This design comes from an exercise in tuning for small area, a short achievable clock period and few clock cycles per item on the open sky130 flow, not from production work. In this exercise RTL edits were held to simulation tests only and were not proved equivalent to the original. Power is estimated from default activity; no workload was simulated.

**flow/flow/run.sh**
```bash
#!/bin/bash
set -o pipefail
cd "$(dirname "$0")/.."
bash standard.sh SETUP_SLACK_MARGIN=8 TNS_END_PERCENT=0 finish > flow_standard.log 2>&1
```
**flow/standard.sh**
```bash
#!/bin/bash
# synth_recipe.tcl (not shown) runs the flow's synth.tcl, then flattens the netlist and writes it again
# the make line also repeats each setting of config.mk as NAME=value (left out here)
make -C /OpenROAD-flow-scripts/flow DESIGN_CONFIG=/design/flow/config.mk WORK_HOME=/design/flow/orfs CLKGATE_MAP_FILE= SYNTH_SCRIPT=/design/flow/synth_recipe.tcl "${@:-finish}"
```
**flow/config.mk**
```make
export PLATFORM = sky130hd
export DESIGN_NAME = sha2_core
export DESIGN_NICKNAME = sha2_core
export VERILOG_FILES = /design/flow/design.v
export SDC_FILE = /design/flow/constraint.sdc
export NUM_CORES = 4
export LEC_CHECK = 0
export CAP_MARGIN = 20
export CORE_MARGIN = 2
export CORE_UTILIZATION = 45
export PLACE_DENSITY = 0.55
export SLEW_MARGIN = 20
export SYNTH_MEMORY_MAX_BITS = 16384
export TNS_END_PERCENT = 0
```
**flow/constraint.sdc**
```tcl
create_clock -name core_clock -period 12.0 [get_ports {clk}]
set_input_delay 2.4000 -clock core_clock [delete_from_list [all_inputs] [get_ports {clk}]]
set_output_delay 2.4000 -clock core_clock [all_outputs]
set_load 0.01 [all_outputs]
```
**flow/design.v**
```verilog
module sha2_krom (
    input  wire [6:0]  t,
    output reg  [63:0] k
);
    always @(*) begin
        case (t)
            7'd0: k = 64'h428a2f98d728ae22;
            7'd1: k = 64'h7137449123ef65cd;
            7'd2: k = 64'hb5c0fbcfec4d3b2f;
            7'd3: k = 64'he9b5dba58189dbbc;
            7'd4: k = 64'h3956c25bf348b538;
            7'd5: k = 64'h59f111f1b605d019;
            7'd6: k = 64'h923f82a4af194f9b;
            7'd7: k = 64'hab1c5ed5da6d8118;
            7'd8: k = 64'hd807aa98a3030242;
            7'd9: k = 64'h12835b0145706fbe;
            7'd10: k = 64'h243185be4ee4b28c;
            7'd11: k = 64'h550c7dc3d5ffb4e2;
            7'd12: k = 64'h72be5d74f27b896f;
            7'd13: k = 64'h80deb1fe3b1696b1;
            7'd14: k = 64'h9bdc06a725c71235;
            7'd15: k = 64'hc19bf174cf692694;
            7'd16: k = 64'he49b69c19ef14ad2;
            7'd17: k = 64'hefbe4786384f25e3;
            7'd18: k = 64'h0fc19dc68b8cd5b5;
            7'd19: k = 64'h240ca1cc77ac9c65;
            7'd20: k = 64'h2de92c6f592b0275;
            7'd21: k = 64'h4a7484aa6ea6e483;
            7'd22: k = 64'h5cb0a9dcbd41fbd4;
            7'd23: k = 64'h76f988da831153b5;
            7'd24: k = 64'h983e5152ee66dfab;
            7'd25: k = 64'ha831c66d2db43210;
            7'd26: k = 64'hb00327c898fb213f;
            7'd27: k = 64'hbf597fc7beef0ee4;
            7'd28: k = 64'hc6e00bf33da88fc2;
            7'd29: k = 64'hd5a79147930aa725;
            7'd30: k = 64'h06ca6351e003826f;
            7'd31: k = 64'h142929670a0e6e70;
            7'd32: k = 64'h27b70a8546d22ffc;
            7'd33: k = 64'h2e1b21385c26c926;
            7'd34: k = 64'h4d2c6dfc5ac42aed;
            7'd35: k = 64'h53380d139d95b3df;
            7'd36: k = 64'h650a73548baf63de;
            7'd37: k = 64'h766a0abb3c77b2a8;
            7'd38: k = 64'h81c2c92e47edaee6;
            7'd39: k = 64'h92722c851482353b;
            7'd40: k = 64'ha2bfe8a14cf10364;
            7'd41: k = 64'ha81a664bbc423001;
            7'd42: k = 64'hc24b8b70d0f89791;
            7'd43: k = 64'hc76c51a30654be30;
            7'd44: k = 64'hd192e819d6ef5218;
            7'd45: k = 64'hd69906245565a910;
            7'd46: k = 64'hf40e35855771202a;
            7'd47: k = 64'h106aa07032bbd1b8;
            7'd48: k = 64'h19a4c116b8d2d0c8;
            7'd49: k = 64'h1e376c085141ab53;
            7'd50: k = 64'h2748774cdf8eeb99;
            7'd51: k = 64'h34b0bcb5e19b48a8;
            7'd52: k = 64'h391c0cb3c5c95a63;
            7'd53: k = 64'h4ed8aa4ae3418acb;
            7'd54: k = 64'h5b9cca4f7763e373;
            7'd55: k = 64'h682e6ff3d6b2b8a3;
            7'd56: k = 64'h748f82ee5defb2fc;
            7'd57: k = 64'h78a5636f43172f60;
            7'd58: k = 64'h84c87814a1f0ab72;
            7'd59: k = 64'h8cc702081a6439ec;
            7'd60: k = 64'h90befffa23631e28;
            7'd61: k = 64'ha4506cebde82bde9;
            7'd62: k = 64'hbef9a3f7b2c67915;
            7'd63: k = 64'hc67178f2e372532b;
            7'd64: k = 64'hca273eceea26619c;
            7'd65: k = 64'hd186b8c721c0c207;
            7'd66: k = 64'heada7dd6cde0eb1e;
            7'd67: k = 64'hf57d4f7fee6ed178;
            7'd68: k = 64'h06f067aa72176fba;
            7'd69: k = 64'h0a637dc5a2c898a6;
            7'd70: k = 64'h113f9804bef90dae;
            7'd71: k = 64'h1b710b35131c471b;
            7'd72: k = 64'h28db77f523047d84;
            7'd73: k = 64'h32caab7b40c72493;
            7'd74: k = 64'h3c9ebe0a15c9bebc;
            7'd75: k = 64'h431d67c49c100d4c;
            7'd76: k = 64'h4cc5d4becb3e42b6;
            7'd77: k = 64'h597f299cfc657e2a;
            7'd78: k = 64'h5fcb6fab3ad6faec;
            7'd79: k = 64'h6c44198c4a475817;
            default: k = 64'h0;
        endcase
    end
endmodule
module sha2_core (
    input  wire         clk,
    input  wire         rst,         
    input  wire         in_valid,
    output reg          in_ready,
    input  wire [63:0]  in_data,
    input  wire         in_first,    
    input  wire [1:0]   in_mode,     
    output reg          out_valid,
    output wire [511:0] digest
);
    function [63:0] ivf;
        input       m256;
        input       m384;
        input [2:0] i;
        reg   [63:0] v512, v384;
        begin
            case (i)
                3'd0: begin v512 = 64'h6a09e667f3bcc908; v384 = 64'hcbbb9d5dc1059ed8; end
                3'd1: begin v512 = 64'hbb67ae8584caa73b; v384 = 64'h629a292a367cd507; end
                3'd2: begin v512 = 64'h3c6ef372fe94f82b; v384 = 64'h9159015a3070dd17; end
                3'd3: begin v512 = 64'ha54ff53a5f1d36f1; v384 = 64'h152fecd8f70e5939; end
                3'd4: begin v512 = 64'h510e527fade682d1; v384 = 64'h67332667ffc00b31; end
                3'd5: begin v512 = 64'h9b05688c2b3e6c1f; v384 = 64'h8eb44a8768581511; end
                3'd6: begin v512 = 64'h1f83d9abfb41bd6b; v384 = 64'hdb0c2e0d64f98fa7; end
                default: begin v512 = 64'h5be0cd19137e2179; v384 = 64'h47b5481dbefa4fa4; end
            endcase
            if (m384)
                ivf = v384;
            else if (m256)
                ivf = {v512[63:32], v512[63:32]};
            else
                ivf = v512;
        end
    endfunction
    function [63:0] ivsel;
        input       m256;
        input       m384;
        input [3:0] oh;
        input       hi;
        integer     j;
        begin
            ivsel = 64'd0;
            for (j = 0; j < 4; j = j + 1)
                if (oh[j])
                    ivsel = ivsel | ivf(m256, m384, {hi, j[1:0]});
        end
    endfunction
    reg         run;         
    reg         fin;         
    reg  [6:0]  t;           
    reg         cur256, cur384, cur_first;    
    reg         nxt256, nxt384, nxt_first;    
    reg  [4:0]  cnt;         
    reg         half;        
    reg  [63:0] a, b, c, d, e, f, g, h;
    reg  [63:0] H [0:7];
    reg  [63:0] w [0:15];
    reg  [63:0] hkw;         
    reg  [3:0]  csel;        
    reg  [63:0] kq;          
    assign digest = {H[0], H[1], H[2], H[3], H[4], H[5], H[6], H[7]};
    wire in_tail  = cur256 ? (t[6:4] == 3'b011) : t[6];           
    wire last     = in_tail & (t[3:0] == 4'hf);
    wire tail3    = in_tail & t[3] & t[2] & (t[1] | t[0]);        
    wire started  = (cnt != 5'd0);
    wire full     = cnt[4];
    wire beat     = in_valid & in_ready;
    wire beat256  = started ? nxt256 : (in_mode == 2'd0);
    wire split    = half;                     
    wire push     = beat | split;
    wire stall    = run & started & ~half & ~in_valid;
    wire adv      = run & ~stall;
    wire shift    = run ? adv : push;
    wire go       = ~run & full;
    wire [6:0] t_n      = adv ? (last ? 7'd0 : t + 7'd1) : t;
    wire       run_n    = go | (run & ~(adv & last));
    wire [4:0] cnt_n    = go ? 5'd0 : cnt + {4'd0, push};
    wire       half_n   = (beat & beat256) | (half & ~split);
    wire       cur256_n = go ? nxt256 : cur256;
    wire       tail_n   = cur256_n ? (t_n[6:4] == 3'b011) : t_n[6];
    wire       rdy_n    = (run_n ? tail_n : ~cnt_n[4]) & ~half_n;
    wire ld_iv    = ~run & started & nxt_first;
    wire ld_chain = fin & ~(started & nxt_first);
    wire chain_en = fin | (adv & tail3);
    wire [63:0] sum_a, sum_e;    
    wire [31:0] a32 = a[31:0];
    wire [31:0] e32 = e[31:0];
    wire [63:0] bs0_512 = {a[27:0], a[63:28]} ^ {a[33:0], a[63:34]} ^ {a[38:0], a[63:39]};
    wire [63:0] bs1_512 = {e[13:0], e[63:14]} ^ {e[17:0], e[63:18]} ^ {e[40:0], e[63:41]};
    wire [31:0] bs0_256 = {a32[1:0], a32[31:2]} ^ {a32[12:0], a32[31:13]} ^ {a32[21:0], a32[31:22]};
    wire [31:0] bs1_256 = {e32[5:0], e32[31:6]} ^ {e32[10:0], e32[31:11]} ^ {e32[24:0], e32[31:25]};
    wire [63:0] bs0 = {bs0_512[63:32], cur256 ? bs0_256 : bs0_512[31:0]};
    wire [63:0] bs1 = {bs1_512[63:32], cur256 ? bs1_256 : bs1_512[31:0]};
    wire [63:0] ch  = (e & f) | (~e & g);
    wire [63:0] maj = (a & b) | (a & c) | (b & c);
    wire [63:0] p1s = hkw ^ ch ^ d;
    wire [63:0] p1c = {((hkw & ch) | (hkw & d) | (ch & d)), 1'b0};
    wire [63:0] p2s = p1s ^ p1c ^ bs1;
    wire [63:0] p2c = {((p1s & p1c) | (p1s & bs1) | (p1c & bs1)), 1'b0};
    wire [63:0] q1s = hkw ^ ch ^ maj;
    wire [63:0] q1c = {((hkw & ch) | (hkw & maj) | (ch & maj)), 1'b0};
    wire [63:0] q2s = bs1 ^ bs0 ^ q1s;
    wire [63:0] q2c = {((bs1 & bs0) | (bs1 & q1s) | (bs0 & q1s)), 1'b0};
    wire [63:0] q3s = q2s ^ q2c ^ q1c;
    wire [63:0] q3c = {((q2s & q2c) | (q2s & q1c) | (q2c & q1c)), 1'b0};
    wire [63:0] e_alt = ld_iv ? ivf(nxt256, nxt384, 3'd4) : sum_e;
    wire [63:0] e_d;         
    sha2_add_mux u_adde (.x(p2s), .y(p2c), .sel(adv), .alt(e_alt), .o(e_d));
    wire [63:0] a_alt = ld_iv ? ivf(nxt256, nxt384, 3'd0) : sum_a;
    wire [63:0] a_d;         
    sha2_add_mux u_adda (.x(q3s), .y(q3c), .sel(adv), .alt(a_alt), .o(a_d));
    wire [63:0] w1  = w[1];
    wire [63:0] w14 = w[14];
    wire [31:0] w1_32  = w1[31:0];
    wire [31:0] w14_32 = w14[31:0];
    wire [63:0] ss0_512 = {w1[0:0], w1[63:1]} ^ {w1[7:0], w1[63:8]} ^ (w1 >> 7);
    wire [63:0] ss1_512 = {w14[18:0], w14[63:19]} ^ {w14[60:0], w14[63:61]} ^ (w14 >> 6);
    wire [31:0] ss0_256 = {w1_32[6:0], w1_32[31:7]} ^ {w1_32[17:0], w1_32[31:18]} ^ (w1_32 >> 3);
    wire [31:0] ss1_256 = {w14_32[16:0], w14_32[31:17]} ^ {w14_32[18:0], w14_32[31:19]} ^ (w14_32 >> 10);
    wire [63:0] ss0 = {ss0_512[63:32], cur256 ? ss0_256 : ss0_512[31:0]};
    wire [63:0] ss1 = {ss1_512[63:32], cur256 ? ss1_256 : ss1_512[31:0]};
    wire [63:0] z1s = ss1 ^ ss0 ^ w[9];
    wire [63:0] z1c = {((ss1 & ss0) | (ss1 & w[9]) | (ss0 & w[9])), 1'b0};
    wire [63:0] z2s = z1s ^ z1c ^ w[0];
    wire [63:0] z2c = {((z1s & z1c) | (z1s & w[0]) | (z1c & w[0])), 1'b0};
    wire [63:0] w_next;
    sha2_add u_addw (.x(z2s), .y(z2c), .s(w_next));
    wire [6:0]  kaddr = run ? (last ? 7'd0 : t + 7'd2) : (full ? 7'd1 : 7'd0);
    wire [63:0] krom;
    sha2_krom u_krom (.t(kaddr), .k(krom));
    wire        k256 = (run & ~last) ? cur256 : nxt256;
    wire [63:0] k_next = {krom[63:32], k256 ? krom[63:32] : krom[31:0]};
    wire [63:0] h_nx = run ? g : (started & nxt_first) ? ivf(nxt256, nxt384, 3'd7) : fin ? H[6] : H[7];
    wire [63:0] w_nx = run ? w[1] : w[0];
    wire [63:0] r1s = h_nx ^ kq ^ w_nx;
    wire [63:0] r1c = {((h_nx & kq) | (h_nx & w_nx) | (kq & w_nx)), 1'b0};
    wire [63:0] hkw_next;
    sha2_add u_addk (.x(r1s), .y(r1c), .s(hkw_next));
    wire [63:0] hop_a = (cur_first ? 64'd0 : H[3]) | ivsel(cur256, cur384, csel, 1'b0);
    wire [63:0] hop_e = (cur_first ? 64'd0 : H[7]) | ivsel(cur256, cur384, csel, 1'b1);
    sha2_add u_addha (.x(hop_a), .y(a), .s(sum_a));
    sha2_add u_addhe (.x(hop_e), .y(e), .s(sum_e));
    integer i;
    always @(posedge clk) begin
        if (rst) begin
            run       <= 1'b0;
            fin       <= 1'b0;
            t         <= 7'd0;
            cnt       <= 5'd0;
            half      <= 1'b0;
            out_valid <= 1'b0;
            in_ready  <= 1'b1;
            csel      <= 4'd0;
        end else begin
            out_valid <= fin;
            fin       <= adv & last;
            t         <= t_n;
            run       <= run_n;
            cnt       <= cnt_n;
            half      <= half_n;
            in_ready  <= rdy_n;
            csel      <= {4{go ? nxt_first : cur_first}} & (4'd1 << (2'd0 - t_n[1:0]));
        end
        if (beat & ~started) begin
            nxt256    <= (in_mode == 2'd0);
            nxt384    <= (in_mode == 2'd1);
            nxt_first <= in_first;
        end
        if (go) begin
            cur256    <= nxt256;
            cur384    <= nxt384;
            cur_first <= nxt_first;
        end
        if (adv | ~run)
            hkw <= hkw_next;
        if (adv | ~run)
            kq <= k_next;
        if (adv | ld_iv | ld_chain) begin
            a <= a_d;
            e <= e_d;
        end
        if (adv) begin
            b <= a; c <= b; d <= c;
            f <= e; g <= f; h <= g;
        end else if (ld_iv) begin
            b <= ivf(nxt256, nxt384, 3'd1);
            c <= ivf(nxt256, nxt384, 3'd2);
            d <= ivf(nxt256, nxt384, 3'd3);
            f <= ivf(nxt256, nxt384, 3'd5);
            g <= ivf(nxt256, nxt384, 3'd6);
            h <= ivf(nxt256, nxt384, 3'd7);
        end else if (ld_chain) begin
            b <= H[0]; c <= H[1]; d <= H[2];
            f <= H[4]; g <= H[5]; h <= H[6];
        end
        if (chain_en) begin
            H[0] <= sum_a; H[1] <= H[0]; H[2] <= H[1]; H[3] <= H[2];
            H[4] <= sum_e; H[5] <= H[4]; H[6] <= H[5]; H[7] <= H[6];
        end
        if (shift) begin
            for (i = 0; i < 14; i = i + 1)
                w[i] <= w[i+1];
            w[14] <= {w[15][63:32], split ? w[15][63:32] : w[15][31:0]};
            if (~split)
                w[15] <= beat ? in_data : w_next;
        end
    end
endmodule
module sha2_add (
    input  wire [63:0] x,
    input  wire [63:0] y,
    output wire [63:0] s
);
    reg [63:0] g, p, gn, pn;
    integer l, i, j;
    always @(*) begin
        g = x & y;
        p = x ^ y;
        for (l = 0; l < 6; l = l + 1) begin
            gn = g;
            pn = p;
            for (i = 0; i < 64; i = i + 1)
                if ((i >> l) & 1) begin
                    j = ((i >> l) << l) - 1;
                    gn[i] = g[i] | (p[i] & g[j]);
                    pn[i] = p[i] & p[j];
                end
            g = gn;
            p = pn;
        end
    end
    assign s = x ^ y ^ {g[62:0], 1'b0};
endmodule
module sha2_add_mux (
    input  wire [63:0] x,
    input  wire [63:0] y,
    input  wire        sel,
    input  wire [63:0] alt,
    output wire [63:0] o
);
    reg [63:0] g, p, gn, pn;
    integer l, i, j;
    always @(*) begin
        g = x & y;
        p = x ^ y;
        for (l = 0; l < 6; l = l + 1) begin
            gn = g;
            pn = p;
            for (i = 0; i < 64; i = i + 1)
                if ((i >> l) & 1) begin
                    j = ((i >> l) << l) - 1;
                    gn[i] = g[i] | (p[i] & g[j]);
                    pn[i] = p[i] & p[j];
                end
            g = gn;
            p = pn;
        end
    end
    wire [63:0] h  = x ^ y;
    wire [63:0] c  = {g[62:0], 1'b0};
    wire [63:0] o0 = sel ? h : alt;
    wire [63:0] o1 = sel ? ~h : alt;
    assign o = (c & o1) | (~c & o0);
endmodule
```
==> results.toml, run 1 <==
[sta]
slew_violations = 0
fmax_ghz = 0.170
setup_ws_ns = 6.13
hold_violations = 0
setup_viol = 0
min_period_over_period_pct = 48.9
fin_skew_ns = 0.127
slew_headroom_pct = 18.6
worst_pin_slew_ns = 1.22
fin_crit_ns = 5.87
rsz0062_at_grt = "yes"
fin_setup_tns_ns = 0

[route]
route.detailed.drc = 0
vias = 90050
via_per_inst = 6.26
routed_wirelength_mm = 556
ant_nets = 0
drt-wirelength-per-cell_um = 38.6
first_pass_iters = 6
drt_iter0_markers = 12973

[cts]
htree_levels = 4
cts.reportedPaths.clkPinSlew_ns = 0.06
hold_buffers = 0
cts_tree = "done"
root_buffer = "clkbuf_16"
insertion_delay_ns = 0.99
clock-sinks = 2139
cts_buffer_depth = 4
numCtsBuffers = 232

[synthesis]
ys.flop_type = "edfxtp_1"
synth_nets = 10822
synth_top_area_share_pct = 53.4
synth_seq_area_share_pct = 53.8
synth-seq-cells = 2139
syn_avg_cell_area_um2 = 12.1
syn-cell-area_um2 = 119000
synth.area.top_cells = "edfxtp_1 53%, fa_1 8.9%, xnor2_1 4.7%, ha_1 4.2%, a21oi_1 3.1%"
ys_types = 91
syn_inst = 9828
yosysWarningCount = 6
synth_edf_count = 2116
ys_async_sr_fraction_pct = 0
synth.largest_area_cell = "edfxtp_1"

[worst_setup_path]
rrSetupSlack_ns = 6.13
path_buf_inv = 3
slowest_stage = "a311oi_1"
r2r-start = "cur256"
cp.required_ns = 12.63
max_stage_delay_ns = 0.74
startpoint = "cur256"
reg2reg_depth = 14
startpoint_type = "flop"
endpoint = "kq[11]"
cp-end-kind = "flop"
arrival_ns = 6.50
critPathKind = "reg -> reg"
path_cells = "buf_6 > and4b_1 > o2111ai_1 > and2_1 > a21oi_4 > ha_2 > buf_4 > nor2_1 > buf_4 > a311oi_1 > a211oi_2 > a21oi_1 > o21ai_0 > a2bb2oi_2"
cp_max_fo = 16
critPathTopFamily = "compound AO/OA/AOI/OAI gates"
regToRegEndpoint = "kq[11]"
cp.depth = 14
timing.critical_path.mode_cell = "buf_4"

[global_route]
grt_max_degree = 182
met3_usage_pct = 7.96
overflow = 0
grt_busiest_layer = "met2"
grt.total_usage_pct = 40.5
grt_pass1_wl_mm = 746
use_met2_pct = 60.5
antenna_found_initial = 47
grt_pass1_vias = 85595
grt_use_met1_pct = 53.3

[finish]
final_cell_mix = "2116 x edfxtp_1, 756 x inv_1, 684 x a21oi_1"
seq_area_um2 = 64000
fin_nets = 11654
fillers = 22313
final_common_cell = "edfxtp_1"
multiInputGateArea_um2 = 52100
drive_gt1_share_pct = 13.2
syn2layout_area_growth_pct = 19.5

[flow_run]
max_cap_viol_count = 0

[floorplanning]
initial_core_util_pct = 45.3
die_x_um = 518
rows = 188
io_pins = 584
core_um2 = 263000
dieHeight_um = 518
dieArea_um2 = 269000

[power_and_ir_drop]
ir_worst_vdd_v = 0.000309
powerDensity_nw_per_um2 = 309
p_leak_nw = 53.6

[placed_design]
place_ws_ns = 3.90
dp_hpwl_mm = 413
finalWeightedCongestion = 1.08
port_buffers = 583

[worst_hold_path]
hold_depth = 0
hold_class = "reg -> reg"

[outcome]
outcome = "finished clean"
[registers in the layout, indices dropped and copies added (netlist names), 4 cells and up]
signal and flops:
b 64, kq 64, hkw 64, t 7
cnt 5, f 64, c 64, H 512
a 64, g 64, d 64, csel 4
e 64, w 1024
[kinds of logic (layout without fill, tap and decap cells)]
family | Yosys count | in the layout | synth area share (%)
adder cells (fa/ha/maj) | 925 | 925 | 13.0
AO/OA/AOI/OAI | 2492 | 2492 | 13.3
AND/OR/NAND/NOR | 1647 | 1649 | 6.06
other | 0 | 16 | 0
buffers and inverters | 1384 | 2399 | 4.38
multiplexers | 234 | 234 | 2.03
flip-flops | 2139 | 2139 | 53.8
XOR/XNOR | 1007 | 1007 | 7.41
[layer usage]
layer | vias to the layer above | share of wire (%)
met2 | 5956 | 44
met3 | 1381 | 9.5
met4 | 12 | 8.6
met5 | - | 0.015
met1 | 45755 | 38
li1 | 36946 | -
[stage by stage]
stage / instances / utilization, % / hold WS, ns / power (mW) / instance area, µm²
after floorplan: 9828 / - / 0.400 / 26.9 / 119000
after global placement: 13523 / 49.1 / 0.400 / 34.2 / 129000
after detailed placement: 13523 / 49.1 / 0.405 / 34.3 / 129000
after CTS: 14331 / 53.9 / 0.338 / 43.2 / 142000
after global routing: 14363 / 54.1 / 0.355 / 46.4 / 142000
final: 14376 / 54.2 / 0.346 / 43.9 / 142000
[synth_stat cells, types with 84 or more instances]
| library cell | number |
|---|---|
| nor3_1 | 138 |
| inv_1 | 758 |
| clkbuf_1 | 520 |
| a21o_1 | 199 |
| nor2_1 | 498 |
| xor2_1 | 367 |
| ha_1 | 397 |
| a21oi_1 | 739 |
| nand3_1 | 114 |
| mux2i_1 | 175 |
| buf_1 | 84 |
| fa_1 | 527 |
| a211oi_1 | 121 |
| nand2_1 | 643 |
| edfxtp_1 | 2116 |
| xnor2_1 | 640 |
| o21ai_0 | 646 |
[final cells by class]
class / instances / share of cell area, %
diodes: 16 / 0.0281
clock buffers: 272 / 4.21
clock inverters: 147 / 1.03
inverters: 764 / 2.02
multi-input cells: 6307 / 36.6
flip-flops and latches: 2139 / 45.0
well taps: 3515 / 3.09
repair buffers: 1216 / 8.05
[report_power, final]
group          internal (mW)  total [mW]  switching (mW)
registers               9.68        10.6           0.936
clock network           3.99        7.19            3.20
logic                   10.4        26.1            15.7
total                   24.1        43.9            19.8
[worst min path at each step]
stage	from	to	slack, ns
2_1_floorplan	w[11][0]	w[10][0]	0.40
3_3_place_gp	w[8][26]	w[7][26]	0.40
3_5_place_dp	w[11][36]	w[10][36]	0.40
4_1_cts	w[5][30]	w[4][30]	0.34
5_1_grt	w[3][34]	w[2][34]	0.36
6_report	w[5][30]	w[4][30]	0.35
[what timing repair did]
item | 4_1_cts | 5_1_grt
gates cloned | 8 | 0
pin swaps | 80 | 31
buffers inserted | 381 | 29
endpoints found under the setup margin | 3272 | 3262
resized for setup | 384 | 58
Testbench counts, summed over its fixed seeds: cycles 107,884, items 1,420.
==> run 2: changes to the inputs <==
==> flow/flow/run.sh (replaced) <==
#!/bin/bash
# Layout flow: the standard ORFS flow (standard.sh) with
#  - the port buffers that ORFS inserts made the smallest buffer, buf_1
#    (every input and output port still gets its own buffer).
# The SDC, clock period and all else are the standard flow's.
# The make output (every tool's log in turn) goes to flow_standard.log here;
# ORFS keeps each step's own log under orfs/logs/.
set -o pipefail
cd "$(dirname "$0")/.."
bash standard.sh SETUP_SLACK_MARGIN=8 TNS_END_PERCENT=0 \
    "BUFFER_PORTS_ARGS=-buffer_cell sky130_fd_sc_hd__buf_1" finish > flow_standard.log 2>&1
--- a/flow/config.mk
+++ b/flow/config.mk
@@ -8,6 +8,8 @@
 export CAP_MARGIN = 20
 export CORE_MARGIN = 2
 export CORE_UTILIZATION = 45
+export CTS_CLUSTER_DIAMETER = 120
+export CTS_CLUSTER_SIZE = 20
 export PLACE_DENSITY = 0.55
 export SLEW_MARGIN = 20
 export SYNTH_MEMORY_MAX_BITS = 16384
==> results.toml, run 2 <==
[synthesis]
syn-cell-area_um2 = 119000
ys_types = 91
ys.flop_type = "edfxtp_1"
synth.area.top_cells = "edfxtp_1 53%, fa_1 8.9%, xnor2_1 4.7%, ha_1 4.2%, a21oi_1 3.1%"
synth.largest_area_cell = "edfxtp_1"
synth_top_area_share_pct = 53.4
yosysWarningCount = 6
syn_avg_cell_area_um2 = 12.1
synth_edf_count = 2116
synth_commonest_cells = "2116 x edfxtp_1, 758 x inv_1, 739 x a21oi_1"
synth-seq-cells = 2139
synth_nets = 10822
yosysMostFrequentCell = "edfxtp_1"
syn_inst = 9828
synth_seq_area_share_pct = 53.8
ys_async_sr_fraction_pct = 0

[route]
ant_nets = 0
drt-wirelength-per-cell_um = 39.0
route.detailed.drc = 0
routed_wirelength_mm = 552
vias = 89141
drt_iter0_markers = 13465
first_pass_iters = 9
via_per_inst = 6.30

[sta]
setup_viol = 0
slew_headroom_pct = 9.17
hold_ws_ns = 0.391
fin_skew_ns = 0.0680
rsz0062_at_grt = "yes"
slew_violations = 0
hold_violations = 0
fin_setup_tns_ns = 0
fin_crit_ns = 5.83
worst_pin_slew_ns = 1.35
min_period_over_period_pct = 48.6
fmax_ghz = 0.171

[floorplanning]
initial_core_util_pct = 45.3
die_x_um = 518
dieArea_um2 = 269000
core_um2 = 263000
rows = 188
dieHeight_um = 518
io_pins = 584

[placed_design]
dp_hpwl_mm = 413
port_buffers = 583
dpl_cell_area_um2 = 125000
finalWeightedCongestion = 1.03

[worst_setup_path]
startpoint_type = "flop"
critPathKind = "reg -> reg"
rrSetupSlack_ns = 6.17
arrival_ns = 6.46
cp-end-kind = "flop"
cp_max_fo = 30
cp.required_ns = 12.63

[power_and_ir_drop]
p_leak_nw = 50.3
ir_worst_vdd_v = 0.000310
powerDensity_nw_per_um2 = 306

[flow_run]
max_cap_viol_count = 0

[cts]
numCtsBuffers = 125
htree_levels = 3
hold_buffers = 0
cts_buffer_depth = 4
root_buffer = "clkbuf_16"
insertion_delay_ns = 0.94
cts_tree = "done"
cts.reportedPaths.clkPinSlew_ns = 0.10
clock-sinks = 2139

[global_route]
grt.total_usage_pct = 40.1
antenna_found_initial = 34
grt_max_degree = 176
grt_pass1_wl_mm = 739
grt_pass1_vias = 84050
overflow = 0

[finish]
fin_nets = 11562
largest_register_ffs = 1024
fin_area_um2 = 135000
regMostFlops = "w"
final_cell_mix = "2116 x edfxtp_1, 755 x inv_1, 669 x a21oi_1"
top_regs = "w (1024), H (512)"
syn2layout_area_growth_pct = 13.3
drive_gt1_share_pct = 11.8
final_common_cell = "edfxtp_1"

[worst_hold_path]
hold_class = "reg -> reg"

[outcome]
outcome = "finished clean"
==> run 2: cell types whose count changed in the layout (fill, tap and decap cells not counted), sizes merged <==
cell           change
or2                -1
nand2b             -1
clkbuf           -104
clkinvlp          -19
buf              +601
clkdlybuf4s50    -583
clkinv            -88
inv                -8
bufbuf             -3
diode              -3
bufinv            -19
==> run 2: cell type report <==
cell class	instances	area [µm²]
Inverter	764	2870
Tap cell	3515	4400
Multi-Input combinational cell	6305	52100
Antenna cell	13	32.5
Clock buffer	166	3300
Timing Repair Buffer	1233	8000
Fill cell	23162	128000
Clock inverter	13	165
Sequential cell	2139	64000
==> run 2: power by group <==
group,internal (mW),leakage (nW),switching [mW]
registers,9.66,20.3,0.957
logic,10.4,28.3,15.7
clock network,1.94,1.67,2.56
==> run 2: per-layer routing <==
| layer | vias to the layer above | routed length, µm | GRT usage [%] |
|---|---|---|---|
| li1 | 36624 | - | - |
| met1 | 45510 | 214000 | 53.2 |
| met2 | 5753 | 242000 | 60.4 |
| met3 | 1228 | 51900 | 7.63 |
| met4 | 26 | 44400 | 26.2 |
| met5 | - | 176 | 0 |
==> run 2: cells by family (layout without fill, tap and decap cells) <==
| family | Yosys count | after routing | synth area share [%] |
|---|---|---|---|
| compound gates | 2492 | 2492 | 13.3 |
| flops | 2139 | 2139 | 53.8 |
| simple gates | 1647 | 1647 | 6.06 |
| buf+inv | 1384 | 2176 | 4.38 |
| xor+xnor | 1007 | 1007 | 7.41 |
| fa+ha+maj | 925 | 925 | 13.0 |
| mux | 234 | 234 | 2.03 |
| other cells | 0 | 13 | 0 |
==> run 2: worst paths after layout <==
check | from | end | cells past startpoint
max | run | kq[4] | 13
min | w[4][21] | w[3][21] | 0
max reg2reg | run | kq[4] | 13
min reg2reg | w[4][21] | w[3][21] | 0
==> run 2: per-stage QoR <==
| step | std cells | setup WS, ns | total power, mW | util, % |
|---|---|---|---|---|
| 6_report | 14148 | 6.17 | 41.3 | 51.3 |
| 5_1_grt | 14137 | 6.20 | 43.8 | 51.3 |
| 4_1_cts | 14092 | 6.44 | 40.3 | 51.0 |
| 3_5_place_dp | 13505 | 4.63 | 34.4 | 47.7 |
| 3_3_place_gp | 13503 | 4.54 | 34.4 | 47.7 |
| 2_1_floorplan | 9828 | 1.97 | 26.9 | - |
==> run 2: repair_timing <==
| action | in CTS | in global routing |
|---|---|---|
| cloned | 5 | 2 |
| setup buffers | 403 | 39 |
| setup endpoints to repair | 2772 | 2690 |
| resized for setup | 365 | 108 |
| pin swaps | 60 | 43 |
==> run 2: worst max-delay path: stages (launching register included) <==
cell	delay (ns)
dfxtp_4	0.77
buf_6	0.43
and2_1	0.50
a21oi_4	0.12
buf_6	0.22
ha_2	0.37
buf_4	0.43
and3_1	0.43
o21ai_0	0.36
nand3_1	0.22
a21oi_1	0.10
a31oi_1	0.54
o32ai_1	0.45
o21a_1	0.43
==> run 3: changes to the inputs <==
--- a/flow/config.mk
+++ b/flow/config.mk
@@ -8,9 +8,9 @@
 export CAP_MARGIN = 20
 export CORE_MARGIN = 2
 export CORE_UTILIZATION = 45
-export CTS_CLUSTER_DIAMETER = 120
+export CTS_CLUSTER_DIAMETER = 100
 export CTS_CLUSTER_SIZE = 20
-export PLACE_DENSITY = 0.55
+export PLACE_DENSITY = 0.65
 export SLEW_MARGIN = 20
 export SYNTH_MEMORY_MAX_BITS = 16384
 export TNS_END_PERCENT = 0
==> results.toml, run 3 <==
[outcome]
outcome = "finished clean"

[worst_setup_path]
cp.required_ns = 12.59
cp_max_fo = 50
critPathKind = "reg -> reg"
arrival_ns = 6.37
cp-end-kind = "flop"
startpoint_type = "flop"

[global_route]
grt_pass1_wl_mm = 717
grt.total_usage_pct = 38.7
grt_pass1_vias = 83762
overflow = 0
antenna_found_initial = 38
grt_max_degree = 198

[synthesis]
ys_async_sr_fraction_pct = 0
syn-cell-area_um2 = 119000
syn_inst = 9828
synth.largest_area_cell = "edfxtp_1"
synth_nets = 10822
synth.area.top_cells = "edfxtp_1 53%, fa_1 8.9%, xnor2_1 4.7%, ha_1 4.2%, a21oi_1 3.1%"
syn_avg_cell_area_um2 = 12.1
synth_seq_area_share_pct = 53.8
ys.flop_type = "edfxtp_1"
synth_edf_count = 2116
synth_commonest_cells = "2116 x edfxtp_1, 758 x inv_1, 739 x a21oi_1"
synth-seq-cells = 2139
yosysWarningCount = 6
ys_types = 91
yosysMostFrequentCell = "edfxtp_1"
synth_top_area_share_pct = 53.4

[sta]
fin_skew_ns = 0.0797
min_period_over_period_pct = 48.1
worst_pin_slew_ns = 1.33
rsz0062_at_grt = "yes"
slew_violations = 0
fin_crit_ns = 5.77
fin_setup_tns_ns = 0
hold_violations = 0
setup_viol = 0
fmax_ghz = 0.173
slew_headroom_pct = 10.6

[floorplanning]
core_um2 = 263000
die_x_um = 518
dieArea_um2 = 269000
dieHeight_um = 518
initial_core_util_pct = 45.3
io_pins = 584
rows = 188

[finish]
largest_register_ffs = 1024
multiInputGateArea_um2 = 52100
fin_nets = 11567
regMostFlops = "w"
fillers = 22776
seq_area_um2 = 64000
final_common_cell = "edfxtp_1"
top_regs = "w (1024), H (512)"
final_cell_mix = "2116 x edfxtp_1, 755 x inv_1, 680 x a21oi_1"
syn2layout_area_growth_pct = 14.0
drive_gt1_share_pct = 12.1

[flow_run]
max_cap_viol_count = 0

[route]
drt_iter0_markers = 13549
drt-wirelength-per-cell_um = 37.6
first_pass_iters = 9
via_per_inst = 6.29
routed_wirelength_mm = 533
vias = 89124
ant_nets = 0
route.detailed.drc = 0

[power_and_ir_drop]
ir_worst_vdd_v = 0.000408
power_mw = 42.2
p_leak_nw = 50.6
powerDensity_nw_per_um2 = 311

[cts]
htree_levels = 4
root_buffer = "clkbuf_16"
hold_buffers = 0
cts_tree = "done"
cts_buffer_depth = 4
clock-sinks = 2139
insertion_delay_ns = 0.88
numCtsBuffers = 144
cts.reportedPaths.clkPinSlew_ns = 0.09

[placed_design]
port_buffers = 583
dp_hpwl_mm = 396
finalWeightedCongestion = 1.04

[worst_hold_path]
hold_class = "reg -> reg"
-- run 3: cell count changes in the layout (fill, tap and decap cells not counted), sizes merged, moves of 2 or more --
cell	previous run	this run
bufinv	0	4
clkinv	7	10
clkbuf	168	165
inv	768	779
buf	1230	1209
diode	13	30
clkinvlp	2	4
bufbuf	1	5
-- run 3: where the power goes --
part	switching, mW	internal, mW	total, mW
clock	2.67	2.35	5.03
sequential	0.955	9.66	10.6
combinational	15.9	10.6	26.5
-- run 3: stage by stage --
stage | cell area (µm²) | setup slack (ns) | cells | util [%] | hold WS [ns]
5_1_grt | 136000 | 6.27 | 14146 | 51.6 | 0.392
2_1_floorplan | 119000 | 1.97 | 9828 | - | 0.400
3_3_place_gp | 125000 | 4.68 | 13488 | 47.6 | 0.400
4_1_cts | 135000 | 6.49 | 14096 | 51.3 | 0.391
6_report | 136000 | 6.23 | 14169 | 51.6 | 0.382
3_5_place_dp | 125000 | 4.66 | 13489 | 47.6 | 0.405
-- run 3: worst paths after layout --
check	from	to	slack, ns	cells after the start
min	w[6][44]	w[5][44]	0.38	0
max	cur384	a[63]	6.23	18
min reg2reg	w[6][44]	w[5][44]	0.38	0
max reg2reg	cur384	a[63]	6.23	18
-- run 3: logic make-up (layout without fill, tap and decap cells) --
| kind of cell | after synthesis | count (layout) | share of synthesized area [%] |
|---|---|---|---|
| AOI/OAI and AO/OA | 2492 | 2493 | 13.3 |
| DFF | 2139 | 2139 | 53.8 |
| adders and majority gates | 925 | 925 | 13.0 |
| and+or+nand+nor | 1647 | 1650 | 6.06 |
| muxes | 234 | 234 | 2.03 |
| buffers and inverters | 1384 | 2176 | 4.38 |
| xor gates and xnor gates | 1007 | 1007 | 7.41 |
| other | 0 | 30 | 0 |
-- run 3: area by class of cell --
cell class,count,area share [%]
antenna,30,0.0553
timing repair buffer,1215,5.87
tap,3515,3.24
sequential,2139,47.2
clock buffer,164,2.75
inverter,764,2.13
multi-input combinational,6309,38.4
clock inverter,33,0.339
-- run 3: routing by layer --
layer  vias up  part of all wire [%]  global-route usage (%)
met3      1389                   9.4                    7.27
li1      36661                     -                       -
met1     44968                    38                    50.3
met4        16                   8.7                    26.4
met5         -                 0.019                       0
met2      6090                    44                    59.0
-- run 3: timing repair --
| item | CTS | global route |
|---|---|---|
| setup endpoints to repair | 2732 | 2785 |
| pin swaps | 64 | 57 |
| gates resized for setup | 399 | 106 |
| setup buffers | 400 | 42 |
| cloned | 10 | 1 |
-- run 3: critical path, stage by stage (launching register included) --
cell and delay [ns]:
edfxtp_1 0.40, buf_12 0.35, nor2b_1 0.19, buf_4 0.24
o21ai_1 0.68, o21ai_0 0.37, ha_1 0.31, a21oi_1 0.18
o21ai_0 0.13, a211oi_1 0.48, o21ai_0 0.24, buf_4 0.22
o211ai_1 0.30, a21oi_1 0.12, or2_2 0.35, a21o_1 0.22
a21oi_1 0.19, xnor2_1 0.13, o211a_1 0.23
==> run 4: changes to the inputs <==
--- a/flow/design.v
+++ b/flow/design.v
@@ -330,7 +330,7 @@
     output wire [63:0] o
 );
     reg [63:0] g, p, gn, pn;
-    integer l, i, j;
+    integer l, i;
     always @(*) begin
         g = x & y;
         p = x ^ y;
@@ -338,10 +338,9 @@
             gn = g;
             pn = p;
             for (i = 0; i < 64; i = i + 1)
-                if ((i >> l) & 1) begin
-                    j = ((i >> l) << l) - 1;
-                    gn[i] = g[i] | (p[i] & g[j]);
-                    pn[i] = p[i] & p[j];
+                if (i >= (1 << l)) begin
+                    gn[i] = g[i] | (p[i] & g[i - (1 << l)]);
+                    pn[i] = p[i] & p[i - (1 << l)];
                 end
             g = gn;
             p = pn;
--- a/flow/config.mk
+++ b/flow/config.mk
@@ -8,7 +8,7 @@
 export CAP_MARGIN = 20
 export CORE_MARGIN = 2
 export CORE_UTILIZATION = 45
-export CTS_CLUSTER_DIAMETER = 100
+export CTS_CLUSTER_DIAMETER = 110
 export CTS_CLUSTER_SIZE = 20
 export PLACE_DENSITY = 0.65
 export SLEW_MARGIN = 20
==> results.toml, run 4 <==
[finish]
largest_register_ffs = 1024
top_regs = "w (1024), H (512)"
fin_area_um2 = 138000
regMostFlops = "w"
multiInputGateArea_um2 = 53900
fillers = 23129
seq_area_um2 = 64000
final_common_cell = "edfxtp_1"
drive_gt1_share_pct = 13.0
fin_nets = 11848
syn2layout_area_growth_pct = 14.7
final_cell_mix = "2116 x edfxtp_1, 790 x inv_1, 719 x a21oi_1"

[floorplanning]
io_pins = 584
initial_core_util_pct = 45.3
dieArea_um2 = 271000
rows = 189
die_x_um = 521
core_um2 = 265000
dieHeight_um = 521

[route]
routed_wirelength_mm = 575
ant_nets = 0
via_per_inst = 6.45
route.detailed.drc = 0
drt_iter0_markers = 15465
first_pass_iters = 6
vias = 93042
drt-wirelength-per-cell_um = 39.9

[synthesis]
yosysWarningCount = 6
syn_inst = 10075
synth_seq_area_share_pct = 53.2
synth.largest_area_cell = "edfxtp_1"
yosysMostFrequentCell = "edfxtp_1"
synth_nets = 11069
synth_top_area_share_pct = 52.9
synth-seq-cells = 2139
synth_edf_count = 2116
ys.flop_type = "edfxtp_1"
synth_commonest_cells = "2116 x edfxtp_1, 798 x inv_1, 762 x a21oi_1"
syn_avg_cell_area_um2 = 11.9
ys_async_sr_fraction_pct = 0
synth.area.top_cells = "edfxtp_1 53%, fa_1 8.8%, xnor2_1 4.7%, ha_1 4.1%, a21oi_1 3.2%"
ys_types = 91
syn-cell-area_um2 = 120000

[worst_setup_path]
cp-end-kind = "flop"
critPathKind = "reg -> reg"
cp.required_ns = 12.54
arrival_ns = 6.23
cp_max_fo = 6
startpoint_type = "flop"

[cts]
cts_buffer_depth = 4
clock-sinks = 2139
cts.reportedPaths.clkPinSlew_ns = 0.09
hold_buffers = 0
numCtsBuffers = 140
insertion_delay_ns = 0.88
htree_levels = 4
cts_tree = "done"
root_buffer = "clkbuf_16"

[global_route]
grt.total_usage_pct = 41.7
overflow = 0
grt_use_met1_pct = 56.0
grt_pass1_vias = 87387
grt_max_degree = 204
grt_pass1_wl_mm = 766
met3_usage_pct = 10.4
use_met2_pct = 59.6
grt_busiest_layer = "met2"
antenna_found_initial = 63

[power_and_ir_drop]
powerDensity_nw_per_um2 = 331
power_mw = 45.6
ir_worst_vdd_v = 0.000298
p_leak_nw = 51.2

[sta]
min_period_over_period_pct = 47.5
fin_skew_ns = 0.0579
worst_pin_slew_ns = 1.40
fin_setup_tns_ns = 0
fmax_ghz = 0.175
setup_viol = 0
rsz0062_at_grt = "yes"
hold_violations = 0
slew_violations = 0
slew_headroom_pct = 6.75
fin_crit_ns = 5.70
hold_ws_ns = 0.402

[placed_design]
finalWeightedCongestion = 1.09
dpl_cell_area_um2 = 127000
port_buffers = 583
dp_hpwl_mm = 432

[outcome]
outcome = "finished clean"

[worst_hold_path]
hold_class = "reg -> reg"

[flow_run]
max_cap_viol_count = 0
-- run 4: cell types whose count changed in the layout (fill, tap and decap cells not counted), sizes merged, moves of 14 or more --
cell / change
nor2b: +19
a21o: +28
nand2: +90
a311oi: -16
a21oi: +25
a211oi: -15
nor2: -14
clkbuf: -17
inv: +31
nor3: -19
o21ai: +47
a221o: +25
buf: +49
-- run 4: final timing paths --
path / from / cells past startpoint / slack, ns / end
worst max-delay path: w[14][20] / 13 / 6.30 / w[15][17]
worst min-delay path: w[13][34] / 0 / 0.40 / w[12][34]
worst max register to register: w[14][20] / 13 / 6.30 / w[15][17]
worst min register to register: w[13][34] / 0 / 0.40 / w[12][34]
-- run 4: kinds of logic (layout without fill, tap and decap cells) --
kind of cell	count (synthesis)	in the layout	synth area share, %
AO/OA/AOI/OAI	2576	2576	13.5
buffers and inverters	1432	2242	4.48
other	0	17	0
AND/OR/NAND/NOR	1760	1760	6.45
flip-flops	2139	2139	53.2
multiplexers	230	230	1.99
XOR/XNOR	1013	1013	7.38
adder cells (fa/ha/maj)	925	925	12.9
-- run 4: repair_timing --
| action | 4_1_cts | 5_1_grt |
|---|---|---|
| buffers inserted | 441 | 26 |
| gates resized for setup | 618 | 28 |
| pin swaps | 92 | 18 |
| cloned | 8 | 0 |
| hold endpoints to repair | 0 | 0 |
| setup endpoints to repair | 2857 | 2870 |
-- run 4: critical path: stages, from the launching register on --
cell      delay [ns]
edfxtp_1        0.80
xor2_1          0.16
xnor2_1         0.17
o21ai_2         0.39
fa_1            0.59
fa_1            0.49
ha_1            0.36
a21o_1          0.19
a21oi_1         0.27
o211ai_1        0.18
and2_1          0.28
fa_1            0.48
xnor2_1         0.69
o21ai_0         0.33
-- run 4: layout make-up --
type	count	share of cell area (%)
Clock buffer	148	2.58
Inverter	803	2.20
Antenna cell	17	0.0309
Multi-Input combinational cell	6504	39.1
Clock inverter	25	0.200
Sequential cell	2139	46.4
Tap cell	3533	3.21
Timing Repair Buffer	1266	6.24
-- run 4: metal layers --
layer | routed length, µm | share of wire, % | vias to the layer above
li1 | - | - | 37520
met1 | 218000 | 38 | 47010
met2 | 239000 | 42 | 6991
met3 | 67700 | 12 | 1489
met4 | 50100 | 8.7 | 32
met5 | 213 | 0.037 | -
-- run 4: metrics by stage --
step	std cells	setup slack [ns]	utilization [%]
floorplan	10075	1.97	-
global placement	13769	4.36	47.7
detailed placement	13770	4.45	47.7
CTS	14392	6.60	51.8
global route	14419	6.36	51.9
finish	14435	6.30	52.0
-- run 4: where the power goes --
part / internal, mW / switching, mW / leakage, nW
registers: 9.67 / 1.05 / 20.3
clock network: 2.16 / 2.62 / 1.87
logic: 11.7 / 18.4 / 29.0
total: 23.5 / 22.1 / 51.2
Testbench counts of run 4, summed over its fixed seeds: cycles 107,884, items 1,420.
==> run 5: changes to the inputs <==
--- a/flow/config.mk
+++ b/flow/config.mk
@@ -8,9 +8,9 @@
 export CAP_MARGIN = 20
 export CORE_MARGIN = 2
 export CORE_UTILIZATION = 45
-export CTS_CLUSTER_DIAMETER = 110
+export CTS_CLUSTER_DIAMETER = 120
 export CTS_CLUSTER_SIZE = 20
-export PLACE_DENSITY = 0.65
+export PLACE_DENSITY = 0.55
 export SLEW_MARGIN = 20
 export SYNTH_MEMORY_MAX_BITS = 16384
 export TNS_END_PERCENT = 0
==> results.toml, run 5 <==
[worst_setup_path]
r2r-start = "cur256"
max_stage_delay_ns = 0.75
rrSetupSlack_ns = 6.31
arrival_ns = 6.24
path_buf_inv = 4
startpoint_type = "flop"
cp-end-kind = "flop"
critPathTopFamily = "simple AND/OR/NAND/NOR gates"
cp_max_fo = 78
slowest_stage = "nand2_1"
regToRegEndpoint = "kq[8]"
cp.required_ns = 12.55
reg2reg_depth = 14
critPathKind = "reg -> reg"
path_cells = "buf_12 > buf_4 > nand2b_1 > a21o_1 > nand3_2 > inv_6 > buf_12 > nand2_1 > nand2_1 > a21oi_1 > a221oi_1 > o211ai_1 > nor2_1 > a31oi_1"

[cts]
cts.reportedPaths.clkPinSlew_ns = 0.10
clock-sinks = 2139
hold_buffers = 0
htree_levels = 4
numCtsBuffers = 134
root_buffer = "clkbuf_16"
cts_tree = "done"
insertion_delay_ns = 0.91
cts_buffer_depth = 4

[route]
ant_nets = 0
vias = 93343
drt_iter0_markers = 15152
drt-wirelength-per-cell_um = 40.6
route.detailed.drc = 0
routed_wirelength_mm = 587
via_per_inst = 6.46
first_pass_iters = 6

[synthesis]
synth_commonest_cells = "2116 x edfxtp_1, 798 x inv_1, 762 x a21oi_1"
yosysMostFrequentCell = "edfxtp_1"
syn_avg_cell_area_um2 = 11.9
synth_nets = 11069
ys_async_sr_fraction_pct = 0
synth-seq-cells = 2139
ys.flop_type = "edfxtp_1"
synth.area.top_cells = "edfxtp_1 53%, fa_1 8.8%, xnor2_1 4.7%, ha_1 4.1%, a21oi_1 3.2%"
syn_inst = 10075
synth_seq_area_share_pct = 53.2
yosysWarningCount = 6
synth_top_area_share_pct = 52.9
syn-cell-area_um2 = 120000
synth_edf_count = 2116
synth.largest_area_cell = "edfxtp_1"
ys_types = 91

[floorplanning]
core_um2 = 265000
dieHeight_um = 521
io_pins = 584
dieArea_um2 = 271000
initial_core_util_pct = 45.3
rows = 189
die_x_um = 521

[finish]
drive_gt1_share_pct = 13.1
final_common_cell = "edfxtp_1"
regMostFlops = "w"
final_cell_mix = "2116 x edfxtp_1, 792 x inv_1, 717 x a21oi_1"
syn2layout_area_growth_pct = 14.9
largest_register_ffs = 1024
fin_nets = 11847
top_regs = "w (1024), H (512)"
instances_no_fill = 14439

[power_and_ir_drop]
ir_worst_vdd_v = 0.000387
powerDensity_nw_per_um2 = 331
p_leak_nw = 51.2
power_mw = 45.8

[worst_hold_path]
min_from = "w[3][28]"
hold_depth = 0
hold_class = "reg -> reg"
worstHoldEndpoint = "w[2][28]"

[global_route]
antenna_found_initial = 44
grt.total_usage_pct = 42.4
overflow = 0
grt_pass1_vias = 86717
grt_max_degree = 191
grt_pass1_wl_mm = 775

[sta]
min_period_over_period_pct = 47.4
slew_headroom_pct = 12.2
fin_crit_ns = 5.69
worst_pin_slew_ns = 1.28
hold_violations = 0
fmax_ghz = 0.176
fin_setup_tns_ns = 0
slew_violations = 0
setup_viol = 0
fin_skew_ns = 0.0895
rsz0062_at_grt = "yes"

[placed_design]
dp.cells = 13791
port_buffers = 583
finalWeightedCongestion = 1.07
dp_hpwl_mm = 445

[outcome]
outcome = "finished clean"

[flow_run]
max_cap_viol_count = 0
==> run 5: how the worst max path moves through the flow <==
| stage | endpoint | depth (start not counted) | slack [ns] | from |
|---|---|---|---|---|
| 2_1_floorplan | w[0][0] | 5 | 1.97 | in_valid |
| 3_3_place_gp | a[63] | 16 | 5.25 | cur256 |
| 3_5_place_dp | w[15][62] | 19 | 5.22 | cur256 |
| 4_1_cts | a[50] | 18 | 6.62 | e[39] |
| 5_1_grt | a[50] | 19 | 6.39 | e[39] |
| 6_report | kq[8] | 14 | 6.31 | cur256 |
==> run 5: per-stage QoR <==
step	hold slack, ns	cell area, µm²	setup slack (ns)	util [%]
after floorplan	0.400	120000	1.97	-
after global placement	0.400	127000	5.25	47.8
after detailed placement	0.405	127000	5.22	47.8
after CTS	0.376	137000	6.62	51.8
after global routing	0.392	138000	6.39	52.0
final	0.368	138000	6.31	52.0
==> run 5: cell families (layout without fill, tap and decap cells) <==
| logic type | count (synthesis) | after routing | share of synthesized area (%) |
|---|---|---|---|
| AO/OA/AOI/OAI | 2576 | 2576 | 13.5 |
| flip-flops | 2139 | 2139 | 53.2 |
| AND/OR/NAND/NOR | 1760 | 1760 | 6.45 |
| buffers and inverters | 1432 | 2245 | 4.48 |
| XOR/XNOR | 1013 | 1013 | 7.38 |
| adder cells (fa/ha/maj) | 925 | 925 | 12.9 |
| multiplexers | 230 | 230 | 1.99 |
| other | 0 | 18 | 0 |
==> run 5: routing by layer <==
metal	part of all wire (%)	up-vias	global-route usage, %
met1	39	47563	58.6
met3	12	1356	10.7
li1	-	37519	-
met2	41	6887	59.5
met4	8.1	18	26.9
met5	0.021	-	0
==> run 5: what timing repair did <==
action	in CTS	in global routing
pin swaps	92	42
setup buffers	418	30
endpoints found under the setup margin	2188	2239
endpoints found under the hold margin	0	0
cloned	8	2
resized for setup	588	66
==> run 5: area by class of cell <==
type	instances	area [µm²]
Timing Repair Buffer	1271	8750
Clock buffer	147	3430
Inverter	803	3030
Sequential cell	2139	64000
Tap cell	3533	4420
Fill cell	23233	127000
Multi-Input combinational cell	6504	54100
Antenna cell	18	45.0
Clock inverter	24	318
==> run 5: where the power goes <==
part	switching [mW]	leakage, nW	total (mW)	internal, mW
registers	1.05	20.3	10.7	9.67
clock network	2.61	1.82	4.70	2.09
logic	18.3	29.1	30.4	12.1
==> run 6: changes to the inputs <==
--- a/flow/config.mk
+++ b/flow/config.mk
@@ -7,10 +7,10 @@
 export LEC_CHECK = 0
 export CAP_MARGIN = 20
 export CORE_MARGIN = 2
-export CORE_UTILIZATION = 45
-export CTS_CLUSTER_DIAMETER = 120
+export CORE_UTILIZATION = 50
+export CTS_CLUSTER_DIAMETER = 100
 export CTS_CLUSTER_SIZE = 20
-export PLACE_DENSITY = 0.55
+export PLACE_DENSITY = 0.65
 export SLEW_MARGIN = 20
 export SYNTH_MEMORY_MAX_BITS = 16384
 export TNS_END_PERCENT = 0
==> results.toml, run 6 <==
[outcome]
outcome = "finished clean"

[global_route]
grt.total_usage_pct = 46.2
antenna_found_initial = 72
grt_pass1_wl_mm = 762
grt_pass1_vias = 87696
grt_max_degree = 208
overflow = 0

[worst_setup_path]
arrival_ns = 6.35
cp-end-kind = "flop"
max_stage_delay_ns = 0.68
cp_max_fo = 24
cp.required_ns = 12.61
critPathKind = "reg -> reg"
timing.critical_path.mode_cell = "buf_4"
path_buf_inv = 6
slowest_stage = "a21oi_1"
startpoint_type = "flop"
critPathTopFamily = "compound AO/OA/AOI/OAI gates"
path_cells = "buf_4 > nand4b_1 > a21oi_1 > nor2_2 > nand2_1 > buf_4 > inv_1 > buf_4 > ha_2 > buf_4 > a21oi_1 > buf_4 > nand2_1 > a221oi_1 > a221o_1 > nor2_1 > a21oi_2"

[synthesis]
synth.area.top_cells = "edfxtp_1 53%, fa_1 8.8%, xnor2_1 4.7%, ha_1 4.1%, a21oi_1 3.2%"
yosysWarningCount = 6
synth-seq-cells = 2139
synth_edf_count = 2116
synth_commonest_cells = "2116 x edfxtp_1, 798 x inv_1, 762 x a21oi_1"
ys_async_sr_fraction_pct = 0
synth_seq_area_share_pct = 53.2
synth_top_area_share_pct = 52.9
synth.largest_area_cell = "edfxtp_1"
ys.flop_type = "edfxtp_1"
syn_avg_cell_area_um2 = 11.9
syn_inst = 10075
yosysMostFrequentCell = "edfxtp_1"
synth_nets = 11069
ys_types = 91
syn-cell-area_um2 = 120000

[cts]
cts_tree = "done"
hold_buffers = 0
insertion_delay_ns = 0.89
root_buffer = "clkbuf_16"
clock-sinks = 2139
cts.reportedPaths.clkPinSlew_ns = 0.09
htree_levels = 4
numCtsBuffers = 135
cts_buffer_depth = 3

[sta]
rsz0062_at_grt = "yes"
slew_violations = 0
hold_ws_ns = 0.361
slew_headroom_pct = 14.2
worst_pin_slew_ns = 1.28
fin_setup_tns_ns = 0
fin_skew_ns = 0.0757
setup_ws_ns = 6.26
fmax_ghz = 0.174
setup_viol = 0
fin_crit_ns = 5.74
min_period_over_period_pct = 47.8
hold_violations = 0

[floorplanning]
die_x_um = 494
rows = 179
core_um2 = 239000
io_pins = 584
dieHeight_um = 494
initial_core_util_pct = 50.4
dieArea_um2 = 244000

[finish]
largest_register_ffs = 1024
top_regs = "w (1024), H (512)"
fin_area_um2 = 138000
instances_no_fill = 14108
fin_nets = 11863
utilization_pct = 58.0
syn2layout_area_growth_pct = 15.1
regMostFlops = "w"
final_common_cell = "edfxtp_1"
final_cell_mix = "2116 x edfxtp_1, 786 x inv_1, 719 x nand2_1"
drive_gt1_share_pct = 14.0

[placed_design]
dpl_cell_area_um2 = 126000
dp.cells = 13406
finalWeightedCongestion = 1.13
place_ws_ns = 4.94
port_buffers = 583
dp_hpwl_mm = 429

[power_and_ir_drop]
p_comb_share_pct = 67.3
p_leak_nw = 51.5
p_switching_mw = 23.6
swShare_pct = 49.4
powerDensity_nw_per_um2 = 344
power_mw = 47.6
pwr-share-seq_pct = 22.4
ir_worst_vdd_v = 0.000528
intPower_mw = 24.1
pwr-share-clk_pct = 10.3

[route]
via_per_inst = 6.79
ant_nets = 0
route.detailed.drc = 0
drt-wirelength-per-cell_um = 40.9
routed_wirelength_mm = 578
drt_iter0_markers = 17339
vias = 95830
first_pass_iters = 9

[flow_run]
max_cap_viol_count = 0

[worst_hold_path]
hold_class = "reg -> reg"
-- run 6: cell count changes in the layout (fill, tap and decap cells not counted), sizes merged --
cell / previous run / this run
buf: 1263 / 1282
clkinv: 12 / 23
bufinv: 0 / 2
diode: 18 / 29
inv: 811 / 812
clkbuf: 149 / 144
bufbuf: 6 / 2
-- run 6: final timing paths --
kind	from	end	slack, ns	depth (start not counted)
max reg2reg	cur256	kq[28]	6.26	17
max	cur256	kq[28]	6.26	17
min	w[11][38]	w[10][38]	0.36	0
min reg2reg	w[11][38]	w[10][38]	0.36	0
-- run 6: layer usage --
metal | global-route usage, % | vias to the layer above | share of wire [%]
met4 | 27.1 | 52 | 7.7
li1 | - | 37559 | -
met1 | 63.2 | 48165 | 37
met5 | 1.14 | - | 0.13
met3 | 18.1 | 1673 | 16
met2 | 61.7 | 8381 | 39
-- run 6: cell type report --
| cell class | count | area [µm²] |
|---|---|---|
| Timing Repair Buffer | 1286 | 8720 |
| Tap cell | 3167 | 3960 |
| Clock inverter | 38 | 683 |
| Sequential cell | 2139 | 64000 |
| Multi-Input combinational cell | 6504 | 54400 |
| Fill cell | 19585 | 100000 |
| Inverter | 803 | 3040 |
| Antenna cell | 29 | 72.6 |
| Clock buffer | 142 | 3430 |
-- run 6: cells by family (layout without fill, tap and decap cells) --
group / after synthesis / after routing / synth area share, %
other cells: 0 / 29 / 0
fa+ha+maj: 925 / 925 / 12.9
mux: 230 / 230 / 1.99
xor+xnor: 1013 / 1013 / 7.38
flops: 2139 / 2139 / 53.2
buf+inv: 1432 / 2269 / 4.48
simple gates: 1760 / 1760 / 6.45
compound gates: 2576 / 2576 / 13.5
-- run 6: timing repair --
| action | CTS | global route |
|---|---|---|
| setup buffers | 404 | 82 |
| gates cloned | 5 | 2 |
| gates resized for setup | 544 | 181 |
| pin swaps | 80 | 77 |
| setup endpoints to repair | 1822 | 1867 |
-- run 6: worst reg2reg max path, delay by kind of cell (launching register included) --
family,cells,cell delay [ns]
adders and majority gates,1,0.22
AOI/OAI and AO/OA,5,2.37
DFF,1,0.52
and+or+nand+nor,5,0.69
buffers and inverters,6,1.71
-- run 6: power by group through the flow --
stage / clock (mW) / sequential [mW] / combinational (mW)
after floorplan: 0 / 10.3 / 18.0
after global placement: 0 / 11.0 / 26.5
after detailed placement: 0 / 11.1 / 26.6
after CTS: 4.93 / 10.6 / 29.2
after global routing: 5.17 / 10.7 / 33.8
final: 4.93 / 10.7 / 32.1

[static timing again, ports no longer ideal]
Ports are ideal in the flow. The routed layouts listed here were re-timed in OpenROAD.
Step 1 (the two cells are an assumption about what drives the block):
set clk [get_ports {clk}]
set_driving_cell -lib_cell sky130_fd_sc_hd__clkbuf_16 $clk
set_driving_cell -lib_cell sky130_fd_sc_hd__buf_2 [delete_from_list [all_inputs] $clk]
Step 2 also shifts input and output timing later by t, the mid clock arrival at the registers, as if the neighbouring blocks saw the same clock.
Slacks: ideal ports / drivers / drivers and shift; pairs: ideal ports / drivers.
run	t, ns	slack for setup (ns)	worst setup path at the end	slew at the worst register clock pin (ns)	cell pins on the clock port's net
run 1	1.029	6.126 / 6.126 / 5.224	input to register	0.07 / 0.07	1
run 2	1.009	6.166 / 6.166 / 5.397	input to register	0.12 / 0.12	1
run 3	0.943	6.226 / 6.226 / 5.459	input to register	0.10 / 0.10	1
run 4	0.964	6.302 / 6.302 / 5.601	input to register	0.10 / 0.10	1
run 5	0.980	6.314 / 6.314 / 5.490	input to register	0.11 / 0.11	1
run 6	0.961	6.262 / 6.262 / 5.532	input to register	0.10 / 0.10	1
After both steps setup and hold are still met in every run listed. For run 1, which loses most, drivers alone change the setup slack by 0.000 ns; drivers and shift together by -0.902 ns.
